What follows belongs to an exercise in optimizing a design on an open flow for small area; a production flow would make more cautious choices. Function not checked in this run: the RTL went through the layout flow alone. No activity file was given, so power comes from the tool's default toggle rates.

## design/flow/config.mk

```make
export PLATFORM = sky130hd
export DESIGN_NAME = sird_rx
export DESIGN_NICKNAME = sird_rx
export VERILOG_FILES = /design/flow/design.v
export SDC_FILE = /design/flow/constraint.sdc
export NUM_CORES = 4
export LEC_CHECK = 0
export CAP_MARGIN = 20
export CORE_MARGIN = 2
export CORE_UTILIZATION = 40
export SLEW_MARGIN = 20
```

## design/flow/constraint.sdc

```tcl
create_clock -name core_clock -period 10.0 [get_ports {clk}]
set_input_delay 2.0000 -clock core_clock [delete_from_list [all_inputs] [get_ports {clk}]]
set_output_delay 2.0000 -clock core_clock [all_outputs]
set_load 0.01 [all_outputs]
```

## design/flow/design.v

```verilog
module sird_dec (
    input  wire [9:0] code,
    input  wire       rd_in,     
    output reg        valid,     
    output reg        is_k,      
    output reg  [7:0] data,      
    output wire       rd_out
);
    function [5:0] enc6_neg(input [4:0] x);
        case (x)
            5'd0:  enc6_neg = 6'b100111;
            5'd1:  enc6_neg = 6'b011101;
            5'd2:  enc6_neg = 6'b101101;
            5'd3:  enc6_neg = 6'b110001;
            5'd4:  enc6_neg = 6'b110101;
            5'd5:  enc6_neg = 6'b101001;
            5'd6:  enc6_neg = 6'b011001;
            5'd7:  enc6_neg = 6'b111000;
            5'd8:  enc6_neg = 6'b111001;
            5'd9:  enc6_neg = 6'b100101;
            5'd10: enc6_neg = 6'b010101;
            5'd11: enc6_neg = 6'b110100;
            5'd12: enc6_neg = 6'b001101;
            5'd13: enc6_neg = 6'b101100;
            5'd14: enc6_neg = 6'b011100;
            5'd15: enc6_neg = 6'b010111;
            5'd16: enc6_neg = 6'b011011;
            5'd17: enc6_neg = 6'b100011;
            5'd18: enc6_neg = 6'b010011;
            5'd19: enc6_neg = 6'b110010;
            5'd20: enc6_neg = 6'b001011;
            5'd21: enc6_neg = 6'b101010;
            5'd22: enc6_neg = 6'b011010;
            5'd23: enc6_neg = 6'b111010;
            5'd24: enc6_neg = 6'b110011;
            5'd25: enc6_neg = 6'b100110;
            5'd26: enc6_neg = 6'b010110;
            5'd27: enc6_neg = 6'b110110;
            5'd28: enc6_neg = 6'b001110;
            5'd29: enc6_neg = 6'b101110;
            5'd30: enc6_neg = 6'b011110;
            default: enc6_neg = 6'b101011;
        endcase
    endfunction
    function [2:0] ones6(input [5:0] c);
        ones6 = c[0] + c[1] + c[2] + c[3] + c[4] + c[5];
    endfunction
    function [2:0] ones4(input [3:0] c);
        ones4 = c[0] + c[1] + c[2] + c[3];
    endfunction
    function [5:0] enc6(input [4:0] x, input rd);
        reg [5:0] c;
        begin
            c = enc6_neg(x);
            if (rd && (ones6(c) != 3'd3 || c == 6'b111000))
                enc6 = ~c;
            else
                enc6 = c;
        end
    endfunction
    function [3:0] enc4d(input [2:0] y, input [4:0] x, input rd);
        reg [3:0] c;
        begin
            case (y)
                3'd0: c = 4'b1011;
                3'd1: c = 4'b1001;
                3'd2: c = 4'b0101;
                3'd3: c = 4'b1100;
                3'd4: c = 4'b1101;
                3'd5: c = 4'b1010;
                3'd6: c = 4'b0110;
                default: begin
                    if ((!rd && (x == 5'd17 || x == 5'd18 || x == 5'd20)) ||
                        ( rd && (x == 5'd11 || x == 5'd13 || x == 5'd14)))
                        c = 4'b0111;    
                    else
                        c = 4'b1110;    
                end
            endcase
            if (rd && (ones4(c) != 3'd2 || c == 4'b1100))
                enc4d = ~c;
            else
                enc4d = c;
        end
    endfunction
    function [3:0] enc4k(input [2:0] y, input rd);
        reg [3:0] c;
        begin
            case (y)
                3'd0: c = 4'b1011;
                3'd1: c = 4'b0110;
                3'd2: c = 4'b1010;
                3'd3: c = 4'b1100;
                3'd4: c = 4'b1101;
                3'd5: c = 4'b0101;
                3'd6: c = 4'b1001;
                default: c = 4'b0111;
            endcase
            enc4k = rd ? ~c : c;
        end
    endfunction
    function rd6(input [5:0] c, input rd);
        if (ones6(c) > 3'd3 || c == 6'b000111)      rd6 = 1'b1;
        else if (ones6(c) < 3'd3 || c == 6'b111000) rd6 = 1'b0;
        else                                        rd6 = rd;
    endfunction
    function rd4(input [3:0] c, input rd);
        if (ones4(c) > 3'd2 || c == 4'b0011)      rd4 = 1'b1;
        else if (ones4(c) < 3'd2 || c == 4'b1100) rd4 = 1'b0;
        else                                      rd4 = rd;
    endfunction
    wire [5:0] six  = code[9:4];
    wire [3:0] four = code[3:0];
    wire       rd_mid = rd6(six, rd_in);
    assign rd_out = rd4(four, rd_mid);
    integer i;
    reg       ok6, ok4d, ok4k, k28;
    reg [4:0] x;
    reg [2:0] yd, yk;
    always @* begin
        ok6 = 1'b0;
        x   = 5'd0;
        for (i = 0; i < 32; i = i + 1)
            if (enc6(i[4:0], rd_in) == six) begin
                ok6 = 1'b1;
                x   = i[4:0];
            end
        k28 = (six == (rd_in ? 6'b110000 : 6'b001111));
        ok4d = 1'b0;
        yd   = 3'd0;
        for (i = 0; i < 8; i = i + 1)
            if (enc4d(i[2:0], x, rd_mid) == four) begin
                ok4d = 1'b1;
                yd   = i[2:0];
            end
        ok4k = 1'b0;
        yk   = 3'd0;
        for (i = 0; i < 8; i = i + 1)
            if (enc4k(i[2:0], rd_mid) == four) begin
                ok4k = 1'b1;
                yk   = i[2:0];
            end
        valid = 1'b0;
        is_k  = 1'b0;
        data  = 8'h00;
        if (ok6 && ok4d) begin
            valid = 1'b1;
            data  = {yd, x};
        end else if (k28 && ok4k) begin
            valid = 1'b1;
            is_k  = 1'b1;
            data  = {yk, 5'd28};
        end else if (ok6 && ok4k && yk == 3'd7 &&
                     (x == 5'd23 || x == 5'd27 || x == 5'd29 || x == 5'd30)) begin
            valid = 1'b1;
            is_k  = 1'b1;
            data  = {3'd7, x};
        end
    end
endmodule
module sird_rx (
    input  wire        clk,
    input  wire        rst,           
    input  wire        in_valid,
    input  wire [9:0]  in_code,       
    output reg         mk_valid,
    output reg         mk_capt,       
    output reg         mk_ok,
    output reg  [7:0]  mk_num,
    output reg         hdr_valid,
    output reg         hdr_ok,
    output reg  [1:0]  hdr_mode,
    output reg         hdr_latch,
    output reg  [1:0]  hdr_rdiv,
    output reg  [9:0]  hdr_mf,
    output reg  [7:0]  hdr_quota,
    output reg  [7:0]  hdr_cmd_len,
    output reg  [7:0]  hdr_cycle,
    output reg         cmd_valid,
    output reg         cmd_ok,
    output reg         body_valid,
    output reg  [7:0]  body_data,
    output reg         seg_valid,
    output reg         seg_ok,
    output reg         seg_bad,       
    output reg  [7:0]  seg_pos,
    output reg  [7:0]  seg_nstat,
    output reg  [10:0] seg_len,
    output reg         seg_fmt_ok,    
    output reg  [5:0]  seg_nsb,       
    output reg  [4:0]  seg_kinds,     
    output reg         pi_valid,
    output reg  [4:0]  pi_pos,
    output reg  [23:0] pi_sample,
    output reg  [7:0]  pi_cnt,
    output reg         trn_valid,
    output reg  [5:0]  trn_nseg,
    output reg         trn_abort,
    output reg         trn_trunc,
    output reg         trn_stray,
    output reg         trn_hdr_bad,
    output reg  [15:0] code_errs,
    output reg  [15:0] crc_errs,
    output reg  [15:0] trains_lost
);
    localparam [2:0] C_DATA = 3'd0,
                     C_SOT  = 3'd1,
                     C_EOT  = 3'd2,
                     C_SOS  = 3'd3,
                     C_SYNC = 3'd4,
                     C_CAPT = 3'd5,
                     C_IDLE = 3'd6,
                     C_BAD  = 3'd7;
    reg        rd;
    wire       dec_valid, dec_k, dec_rd;
    wire [7:0] dec_data;
    sird_dec u_dec (
        .code   (in_code),
        .rd_in  (rd),
        .valid  (dec_valid),
        .is_k   (dec_k),
        .data   (dec_data),
        .rd_out (dec_rd)
    );
    reg [2:0] dec_cls;
    always @* begin
        if (!dec_valid)
            dec_cls = C_BAD;
        else if (!dec_k)
            dec_cls = C_DATA;
        else begin
            case (dec_data)
                8'hFB:   dec_cls = C_SOT;    
                8'hFD:   dec_cls = C_EOT;    
                8'h5C:   dec_cls = C_SOS;    
                8'h3C:   dec_cls = C_SYNC;   
                8'h1C:   dec_cls = C_CAPT;   
                8'hBC:   dec_cls = C_IDLE;   
                default: dec_cls = C_BAD;    
            endcase
        end
    end
    reg       ch_valid;
    reg [2:0] ch_cls;
    reg [7:0] ch_byte;
    always @(posedge clk) begin
        if (rst) begin
            rd       <= 1'b0;
            ch_valid <= 1'b0;
            ch_cls   <= C_DATA;
            ch_byte  <= 8'h00;
            code_errs <= 16'd0;
        end else begin
            ch_valid <= in_valid;
            if (in_valid) begin
                if (dec_cls == C_BAD && code_errs != 16'hFFFF)
                    code_errs <= code_errs + 16'd1;
                rd      <= dec_rd;
                ch_cls  <= dec_cls;
                ch_byte <= (dec_cls == C_DATA) ? dec_data : 8'h00;
            end
        end
    end
    function [15:0] crc_byte(input [15:0] c, input [7:0] b);
        integer k;
        reg [15:0] r;
        begin
            r = c;
            for (k = 7; k >= 0; k = k - 1) begin
                if (r[15] ^ b[k])
                    r = {r[14:0], 1'b0} ^ 16'h1021;
                else
                    r = {r[14:0], 1'b0};
            end
            crc_byte = r;
        end
    endfunction
    localparam [2:0] S_OUT  = 3'd0,
                     S_HDR  = 3'd1,
                     S_CMD  = 3'd2,
                     S_GAP  = 3'd3,
                     S_SEG  = 3'd4,
                     S_SKIP = 3'd5;
    localparam [1:0] B_KIND = 2'd0,
                     B_LEN  = 2'd1,
                     B_DATA = 2'd2,
                     B_DEAD = 2'd3;
    reg [1:0] mk_cnt;           
    reg       mk_kind;
    reg       mk_p1_data;
    reg [7:0] mk_p1;
    reg [2:0]  state;
    reg [7:0]  hbuf [0:5];      
    reg [3:0]  hcnt;            
    reg        unit_bad;        
    reg [7:0]  ucnt;            
    reg [7:0]  cmd_len;
    reg [10:0] slen;            
    reg [2:0]  sidx;            
    reg [7:0]  d1, d2;          
    reg [15:0] crc;
    reg [7:0]  spos, snstat;
    reg [5:0]  nseg;
    reg        f_trunc, f_stray, f_hdr_bad;
    reg [1:0]  bstate;
    reg [3:0]  bkind;
    reg [7:0]  brem;            
    reg [1:0]  bidx;            
    reg        bpi;             
    reg [5:0]  nsb;
    reg [4:0]  kinds;
    reg        pi_have;
    reg [31:0] pi_buf;
    wire is_data = (ch_cls == C_DATA) || (ch_cls == C_BAD);
    wire is_end  = (ch_cls == C_EOT) || (ch_cls == C_SOT) || (ch_cls == C_IDLE);
    wire [15:0] crc_next  = crc_byte(crc, d2);
    wire        last_good = !unit_bad && (ch_cls != C_BAD);
    wire        last_crc  = (crc_next == {ch_byte, d1});
    wire        seg_long  = (sidx >= 3'd4);
    wire        seg_crc   = (crc == {d1, d2});
    wire        seg_good  = seg_long && !unit_bad && seg_crc;
    wire        seg_fmt   = (bstate == B_KIND);
    reg close_seg;              
    reg end_train;              
    reg crc_fail;               
    integer j;
    always @(posedge clk) begin
        if (rst) begin
            mk_cnt      <= 2'd0;
            mk_kind     <= 1'b0;
            mk_p1_data  <= 1'b0;
            mk_p1       <= 8'h00;
            state       <= S_OUT;
            for (j = 0; j < 6; j = j + 1)
                hbuf[j] <= 8'h00;
            hcnt        <= 4'd0;
            unit_bad    <= 1'b0;
            ucnt        <= 8'd0;
            cmd_len     <= 8'd0;
            slen        <= 11'd0;
            sidx        <= 3'd0;
            d1          <= 8'h00;
            d2          <= 8'h00;
            crc         <= 16'hFFFF;
            spos        <= 8'h00;
            snstat      <= 8'h00;
            nseg        <= 6'd0;
            f_trunc     <= 1'b0;
            f_stray     <= 1'b0;
            f_hdr_bad   <= 1'b0;
            bstate      <= B_KIND;
            bkind       <= 4'd0;
            brem        <= 8'd0;
            bidx        <= 2'd0;
            bpi         <= 1'b0;
            nsb         <= 6'd0;
            kinds       <= 5'd0;
            pi_have     <= 1'b0;
            pi_buf      <= 32'd0;
            mk_valid    <= 1'b0;
            mk_capt     <= 1'b0;
            mk_ok       <= 1'b0;
            mk_num      <= 8'h00;
            hdr_valid   <= 1'b0;
            hdr_ok      <= 1'b0;
            hdr_mode    <= 2'd0;
            hdr_latch   <= 1'b0;
            hdr_rdiv    <= 2'd0;
            hdr_mf      <= 10'd0;
            hdr_quota   <= 8'd0;
            hdr_cmd_len <= 8'd0;
            hdr_cycle   <= 8'd0;
            cmd_valid   <= 1'b0;
            cmd_ok      <= 1'b0;
            body_valid  <= 1'b0;
            body_data   <= 8'h00;
            seg_valid   <= 1'b0;
            seg_ok      <= 1'b0;
            seg_bad     <= 1'b0;
            seg_pos     <= 8'h00;
            seg_nstat   <= 8'h00;
            seg_len     <= 11'd0;
            seg_fmt_ok  <= 1'b0;
            seg_nsb     <= 6'd0;
            seg_kinds   <= 5'd0;
            pi_valid    <= 1'b0;
            pi_pos      <= 5'd0;
            pi_sample   <= 24'd0;
            pi_cnt      <= 8'd0;
            trn_valid   <= 1'b0;
            trn_nseg    <= 6'd0;
            trn_abort   <= 1'b0;
            trn_trunc   <= 1'b0;
            trn_stray   <= 1'b0;
            trn_hdr_bad <= 1'b0;
            crc_errs    <= 16'd0;
            trains_lost <= 16'd0;
        end else begin
            mk_valid   <= 1'b0;
            hdr_valid  <= 1'b0;
            cmd_valid  <= 1'b0;
            body_valid <= 1'b0;
            seg_valid  <= 1'b0;
            pi_valid   <= 1'b0;
            trn_valid  <= 1'b0;
            close_seg = 1'b0;
            end_train = 1'b0;
            crc_fail  = 1'b0;
            if (ch_valid) begin
                if (mk_cnt == 2'd2) begin
                    mk_cnt     <= 2'd1;
                    mk_p1_data <= (ch_cls == C_DATA);
                    mk_p1      <= ch_byte;
                end else if (mk_cnt == 2'd1) begin
                    mk_cnt   <= 2'd0;
                    mk_valid <= 1'b1;
                    mk_capt  <= mk_kind;
                    mk_num   <= mk_p1;
                    mk_ok    <= mk_p1_data && (ch_cls == C_DATA) && (ch_byte == ~mk_p1);
                end else if (ch_cls == C_SYNC || ch_cls == C_CAPT) begin
                    mk_cnt  <= 2'd2;
                    mk_kind <= (ch_cls == C_CAPT);
                end else begin
                    if (state != S_OUT && is_end) begin
                        close_seg = (state == S_SEG);
                        end_train = 1'b1;
                        state    <= S_OUT;
                    end
                    if (ch_cls == C_SOT) begin
                        state     <= S_HDR;
                        hcnt      <= 4'd0;
                        unit_bad  <= 1'b0;
                        sidx      <= 3'd0;
                        crc       <= 16'hFFFF;
                        nseg      <= 6'd0;
                        f_trunc   <= 1'b0;
                        f_stray   <= 1'b0;
                        f_hdr_bad <= 1'b0;
                    end else if (!is_end) begin
                        case (state)
                            S_HDR: begin
                                if (is_data) begin
                                    d1   <= ch_byte;
                                    d2   <= d1;
                                    hcnt <= hcnt + 4'd1;
                                    if (ch_cls == C_BAD)
                                        unit_bad <= 1'b1;
                                    if (hcnt < 4'd6)
                                        hbuf[hcnt[2:0]] <= ch_byte;
                                    if (hcnt >= 4'd2)
                                        crc <= crc_next;
                                    if (hcnt == 4'd7) begin
                                        hdr_valid   <= 1'b1;
                                        hdr_mode    <= hbuf[0][1:0];
                                        hdr_latch   <= hbuf[0][2];
                                        hdr_rdiv    <= hbuf[0][4:3];
                                        hdr_mf      <= {hbuf[2][1:0], hbuf[1]};
                                        hdr_quota   <= hbuf[3];
                                        hdr_cmd_len <= hbuf[4];
                                        hdr_cycle   <= hbuf[5];
                                        cmd_len     <= hbuf[4];
                                        ucnt        <= 8'd0;
                                        sidx        <= 3'd0;
                                        unit_bad    <= 1'b0;
                                        crc_fail     = last_good && !last_crc;
                                        if (last_good && last_crc &&
                                            (hbuf[4] == 8'd0 ||
                                             (hbuf[4] >= 8'd6 && hbuf[4] <= 8'd70))) begin
                                            hdr_ok <= 1'b1;
                                            crc    <= 16'hFFFF;
                                            state  <= (hbuf[4] == 8'd0) ? S_GAP : S_CMD;
                                        end else begin
                                            hdr_ok    <= 1'b0;
                                            f_hdr_bad <= 1'b1;
                                            state     <= S_SKIP;
                                        end
                                    end
                                end else begin
                                    f_trunc <= 1'b1;
                                    state   <= S_SKIP;
                                end
                            end
                            S_CMD: begin
                                if (is_data) begin
                                    d1   <= ch_byte;
                                    d2   <= d1;
                                    ucnt <= ucnt + 8'd1;
                                    if (ch_cls == C_BAD)
                                        unit_bad <= 1'b1;
                                    if (ucnt >= 8'd2)
                                        crc <= crc_next;
                                    if (ucnt == cmd_len - 8'd1) begin
                                        cmd_valid <= 1'b1;
                                        cmd_ok    <= last_good && last_crc;
                                        crc_fail   = last_good && !last_crc;
                                        state     <= S_GAP;
                                    end
                                end else begin
                                    f_trunc <= 1'b1;
                                    state   <= S_SKIP;
                                end
                            end
                            S_GAP, S_SEG: begin
                                if (ch_cls == C_SOS) begin
                                    if (state == S_SEG) begin
                                        close_seg = 1'b1;
                                        if (nseg != 6'd63)
                                            nseg <= nseg + 6'd1;
                                    end
                                    state    <= S_SEG;
                                    slen     <= 11'd0;
                                    sidx     <= 3'd0;
                                    unit_bad <= 1'b0;
                                    crc      <= 16'hFFFF;
                                    spos     <= 8'h00;
                                    snstat   <= 8'h00;
                                    bstate   <= B_KIND;
                                    nsb      <= 6'd0;
                                    kinds    <= 5'd0;
                                    pi_have  <= 1'b0;
                                    bpi      <= 1'b0;
                                end else if (state == S_GAP) begin
                                    f_stray <= 1'b1;
                                end else begin
                                    d1 <= ch_byte;
                                    d2 <= d1;
                                    if (slen != 11'd2047)
                                        slen <= slen + 11'd1;
                                    if (sidx != 3'd4)
                                        sidx <= sidx + 3'd1;
                                    if (ch_cls == C_BAD)
                                        unit_bad <= 1'b1;
                                    if (sidx == 3'd0)
                                        spos <= ch_byte;
                                    if (sidx == 3'd1)
                                        snstat <= ch_byte;
                                    if (sidx >= 3'd2)
                                        crc <= crc_next;
                                    if (sidx >= 3'd4) begin
                                        body_valid <= 1'b1;
                                        body_data  <= d2;
                                        case (bstate)
                                            B_KIND: begin
                                                if (d2[7:4] != 4'd0 || d2[3:0] == 4'd0 || d2[3:0] > 4'd5) begin
                                                    bstate <= B_DEAD;
                                                end else begin
                                                    bstate <= B_LEN;
                                                    bkind  <= d2[3:0];
                                                    if (nsb != 6'd63)
                                                        nsb <= nsb + 6'd1;
                                                    kinds[d2[2:0] - 3'd1] <= 1'b1;
                                                end
                                            end
                                            B_LEN: begin
                                                brem <= d2;
                                                bidx <= 2'd0;
                                                bpi  <= (bkind == 4'd1) && !pi_have;
                                                if (bkind == 4'd1 && d2 != 8'd4)
                                                    bstate <= B_DEAD;
                                                else if (d2 == 8'd0)
                                                    bstate <= B_KIND;
                                                else
                                                    bstate <= B_DATA;
                                            end
                                            B_DATA: begin
                                                brem <= brem - 8'd1;
                                                if (bpi) begin
                                                    pi_buf[8*bidx +: 8] <= d2;
                                                    bidx <= bidx + 2'd1;
                                                end
                                                if (brem == 8'd1) begin
                                                    bstate <= B_KIND;
                                                    if (bpi)
                                                        pi_have <= 1'b1;
                                                    bpi <= 1'b0;
                                                end
                                            end
                                            default: ;  
                                        endcase
                                    end
                                end
                            end
                            default: ;  
                        endcase
                    end
                    if (close_seg) begin
                        seg_valid  <= 1'b1;
                        seg_bad    <= unit_bad;
                        seg_ok     <= seg_good;
                        seg_pos    <= spos;
                        seg_nstat  <= snstat;
                        seg_len    <= slen;
                        seg_fmt_ok <= seg_fmt;
                        seg_nsb    <= nsb;
                        seg_kinds  <= kinds;
                        crc_fail    = seg_long && !unit_bad && !seg_crc;
                        if (seg_good && seg_fmt && pi_have) begin
                            pi_valid  <= 1'b1;
                            pi_pos    <= spos[4:0];
                            pi_sample <= pi_buf[23:0];
                            pi_cnt    <= pi_buf[31:24];
                        end
                    end
                    if (end_train) begin
                        trn_valid   <= 1'b1;
                        trn_nseg    <= (close_seg && nseg != 6'd63) ? nseg + 6'd1 : nseg;
                        trn_abort   <= (ch_cls != C_EOT);
                        trn_trunc   <= f_trunc || state == S_HDR || state == S_CMD;
                        trn_stray   <= f_stray;
                        trn_hdr_bad <= f_hdr_bad;
                        if ((ch_cls != C_EOT || f_trunc || state == S_HDR || state == S_CMD ||
                             f_hdr_bad) && trains_lost != 16'hFFFF)
                            trains_lost <= trains_lost + 16'd1;
                    end
                    if (crc_fail && crc_errs != 16'hFFFF)
                        crc_errs <= crc_errs + 16'd1;
                end
            end
        end
    end
endmodule
```

## design/flow/run.sh

```bash
#!/bin/bash
# synth_recipe.tcl (not shown) runs the flow's synth.tcl, then flattens the netlist and writes it again
# the make line also repeats each setting of config.mk as NAME=value (left out here)
make -C /OpenROAD-flow-scripts/flow DESIGN_CONFIG=/design/flow/config.mk WORK_HOME=/design/flow/orfs CLKGATE_MAP_FILE= SYNTH_SCRIPT=/design/flow/synth_recipe.tcl finish
```

==> key figures <==
Placement
  • IO buf count: 214
  • Placer's final routability congestion estimate: 0.8799
  • DP HPWL: 39.25 mm

Setup path
  • WP data required: 10450 ps
  • Worst-path maximum fanout: 25
  • Slowest CP cell: clkdlybuf4s50_1
  • Cell Chain, Critical Path: clkdlybuf4s50_1 > inv_1 > fa_1 > fa_1 > inv_1 > fa_1 > nand3b_1 > a41o_1 > a21oi_1 > a221oi_1 > o21ai_0 > o21ai_0 > a32oi_1 > a21boi_0 > nand3_1 > a211oi_1 > and3b_1 > nor3_1 > mux2_1
  • Crit. End Element: register
  • Peak per-stage delay on the critical path: 930 ps
  • Most frequent CP cell: fa_1
  • WS Path Type: in -> reg
  • Startpoint class of the critical path: input pin
  • Crit path arrival time: 8130 ps
  • Worst R2R Setup Slack: 4510 ps

Synth
  • Post-synthesis average cell area: 8.217 sq um
  • Syn Inst Count: 2481
  • Yosys top cell area share: 36.83%
  • Seq/Total Area, Yosys: 42.57%
  • Yosys cell types: 99
  • Area leader, netlist: dfxtp_1
  • Synthesized Nets: 2539
  • Synth Register Bits: 414
  • Yosys warns: 2
  • Synth top area cells: dfxtp_1 37%, nand2_1 7.9%, a21oi_1 6.2%, edfxtp_1 5.7%, nor2_1 4.7%
  • Most common cell in the synthesized netlist: nand2_1
  • Main synth FF type: dfxtp_1
  • Synth async-reset ratio: 0%
  • Post-synth EDFFs: 39
  • Most instantiated cells after synthesis: 428 x nand2_1, 375 x dfxtp_1, 255 x nor2_1, 254 x a21oi_1, 123 x clkbuf_1
  • Mapped cell area: 20390 sq um

Clocking
  • Max clock buf depth: 3
  • CTS tree: done
  • Count of H-tree levels built during CTS: 2
  • Inserted Clock Buffers: 45
  • Clk pin slew, worst setup/hold paths: 60 ps
  • Sink Count: 414
  • Hold buffers post-CTS: 0
  • Setup bufs post-CTS: 0
  • Clk Latency, worst-skew pair: 580 ps
  • Post_cts resized: 0
  • CTS Root Cell: clkbuf_16

Drt
  • Via density: 5.453
  • Vias: 18090
  • Routed wire length: 57.58 mm
  • WL/cell: 17.35 um
  • Initial drt markers: 1436
  • Drt first pass iters: 9
  • Post-route ant nets: 0
  • DRC violations left: 0

Timing
  • Slew Limit Headroom: 23.96%
  • Setup TNS: 0 ps
  • Fmax: 0.1302 GHz
  • Clock Skew: 21.69 ps
  • Post-route clock period utilization: 76.79%
  • RSZ-0062 raised after global routing: no
  • Tmin final: 7679 ps
  • Fin. Hold Viols: 0
  • Worst-Margin Slew: 1141 ps
  • Final setup violation count: 0
  • Final Max Tran Viols: 0

Power
  • Power per cell area: 145.4 nW/um^2
  • Maximum VDD drop: 0.0001001 V
  • Leakage: 8.569 nW

Floorplanning
  • Count of standard-cell rows: 82
  • Die width: 229.8 um
  • Core area: 50270 sq um
  • Die span in y: 229.8 um
  • Io pins: 215
  • Initial Util: 40.55%
  • Die area: 52790 sq um

GRT
  • Overflow after GRT: 0
  • Number of global-route vias before repair: 17100
  • Initial antenna violation count: 1
  • Gr usage total: 21.28%
  • First-pass GRT wire length: 92.40 mm
  • Largest net degree at the start of global routing: 205

Cells and area
  • Util after Layout: 48.39%
  • Syn-to-layout area delta: 19.35%
  • Diodes inserted: 0
  • Nets: 2670
  • Share of cells above drive strength 1: 5.102%

Status
  • Status: complete, no violations

Flow run
  • Max_cap viols: 0

Worst hold path
  • Hold crit path type: reg -> reg
==> layout make-up <==
cell class | instances | area [sq um]
fill | 4915 | 25940
multi-input combinational | 1868 | 10920
sequential | 414 | 8678
timing repair buffer | 234 | 2310
clock buffer | 61 | 1267
tap | 672 | 840.8
inverter | 49 | 183.9
clock inverter | 20 | 133.9
==> through the flow <==
stage	hold WS (ps)	cell area, sq um	setup WS [ps]	instances	power (mW)
4_1_cts	451.8	24320	2432	3318	3.576
2_1_floorplan	431.3	20390	3121	2481	1.916
5_1_grt	471.1	24330	1654	3318	3.673
6_report	448.0	24330	2321	3318	3.539
3_3_place_gp	442.0	22920	1928	3237	1.979
3_5_place_dp	443.7	22920	1839	3237	1.981
==> routing by layer <==
metal | routed length [um] | track usage [%] | part of all wire, % | up-vias
met5 | 0 | 0 | 0 | -
met4 | 1209 | 5.323 | 2.1 | 0
met3 | 3596 | 4.551 | 6.2 | 89
met2 | 25790 | 33.60 | 45 | 514
met1 | 26990 | 29.58 | 47 | 8570
li1 | - | - | - | 8919
==> cells in the final DEF, fill, tap and decap left out, drive strengths merged, types with 7 or more instances in the layout <==
master         netlist  final
and2                46     46
xor2                68     68
xnor2               56     56
clkbuf             123     61
a211o                7      7
nor2               255    255
a32oi                7      7
nor2b               31     31
nor4                21     21
o21ai               74     74
nor3b               11     11
mux2i               43     43
a22oi               34     34
buf                 27     21
mux2                 9      9
a21boi              12     12
nand3               95     95
o211ai              11     11
edfxtp              39     39
and3                42     42
a21oi              258    258
clkinv               1     18
or4                 10     10
o31ai               13     13
or3                 28     28
inv                 48     48
ha                  41     41
and3b                9      9
nand2              428    428
o22ai               20     20
o21a                11     11
nor3                45     45
dfxtp              375    375
clkdlybuf4s50        0    213
nand4               30     30
a211oi              33     33
nand2b              16     16
a31oi               16     16
==> state kept, by name (all words and copies together), names as in the netlist, 10 cells and up <==
| signal | count |
|---|---|
| crc_errs | 16 |
| hbuf | 39 |
| seg_len | 11 |
| trains_lost | 16 |
| pi_buf | 32 |
| slen | 11 |
| crc | 16 |
| pi_sample | 24 |
| hdr_mf | 10 |
| code_errs | 16 |
==> cells by family after synthesis <==
logic type / count (synthesis) / synth area share (%)
AO/OA/AOI/OAI: 546 / 16.80
XOR/XNOR: 124 / 5.364
AND/OR/NAND/NOR: 1101 / 25.66
flip-flops: 414 / 42.57
adder cells (fa/ha/maj): 45 / 2.909
buffers and inverters: 199 / 4.051
multiplexers: 52 / 2.645
==> report_power, final <==
group	switching [mW]	internal, mW	leakage, nW
clock network	0.677	0.912	0.690
logic	0.168	0.0768	4.45
registers	0.0207	1.68	3.42
==> worst paths after layout <==
| check | from | end | cells after the start |
|---|---|---|---|
| setup / recovery | in_code[6] | code_errs[11] | 19 |
| hold / removal | hdr_quota[3] | hdr_quota[3] | 2 |
| setup reg to reg | rd | code_errs[11] | 13 |
| hold reg to reg | hdr_quota[3] | hdr_quota[3] | 2 |
==> worst max-delay path, delay by kind of cell <==
family	cells	cell delay, ps
adder cells (fa/ha/maj)	3	1250
AND/OR/NAND/NOR	4	1200
multiplexers	1	340
AO/OA/AOI/OAI	8	2110
buffers and inverters	3	1190

==> what the ideal ports hide <==
No port has a modelled driver above. Below, the same layout with a new extraction and two added sets of constraints. Step 1 sets driving cells, clkbuf_16 on the clock port and buf_2 on the other inputs (assumed; they add their load-dependent delay and slew). Step 2 adds t to the input delays and takes it off the output delays; t is the mean of the earliest and latest rising clock arrival at the registers after step 1. Input paths then give back, and output paths get back, about the clock's delay inside the block. Slacks: no drivers / after step 1 / after step 2; pairs: no drivers / after step 1.
t, ns: 0.622
slack for setup (ns): 2.321 / 2.356 / 1.734
latest minus earliest clock arrival (ns): 0.023 / 0.022
After both steps setup and hold are still met in this run. The setup slack of this run moves by +0.035 ns with the drivers and by -0.587 ns with both steps.
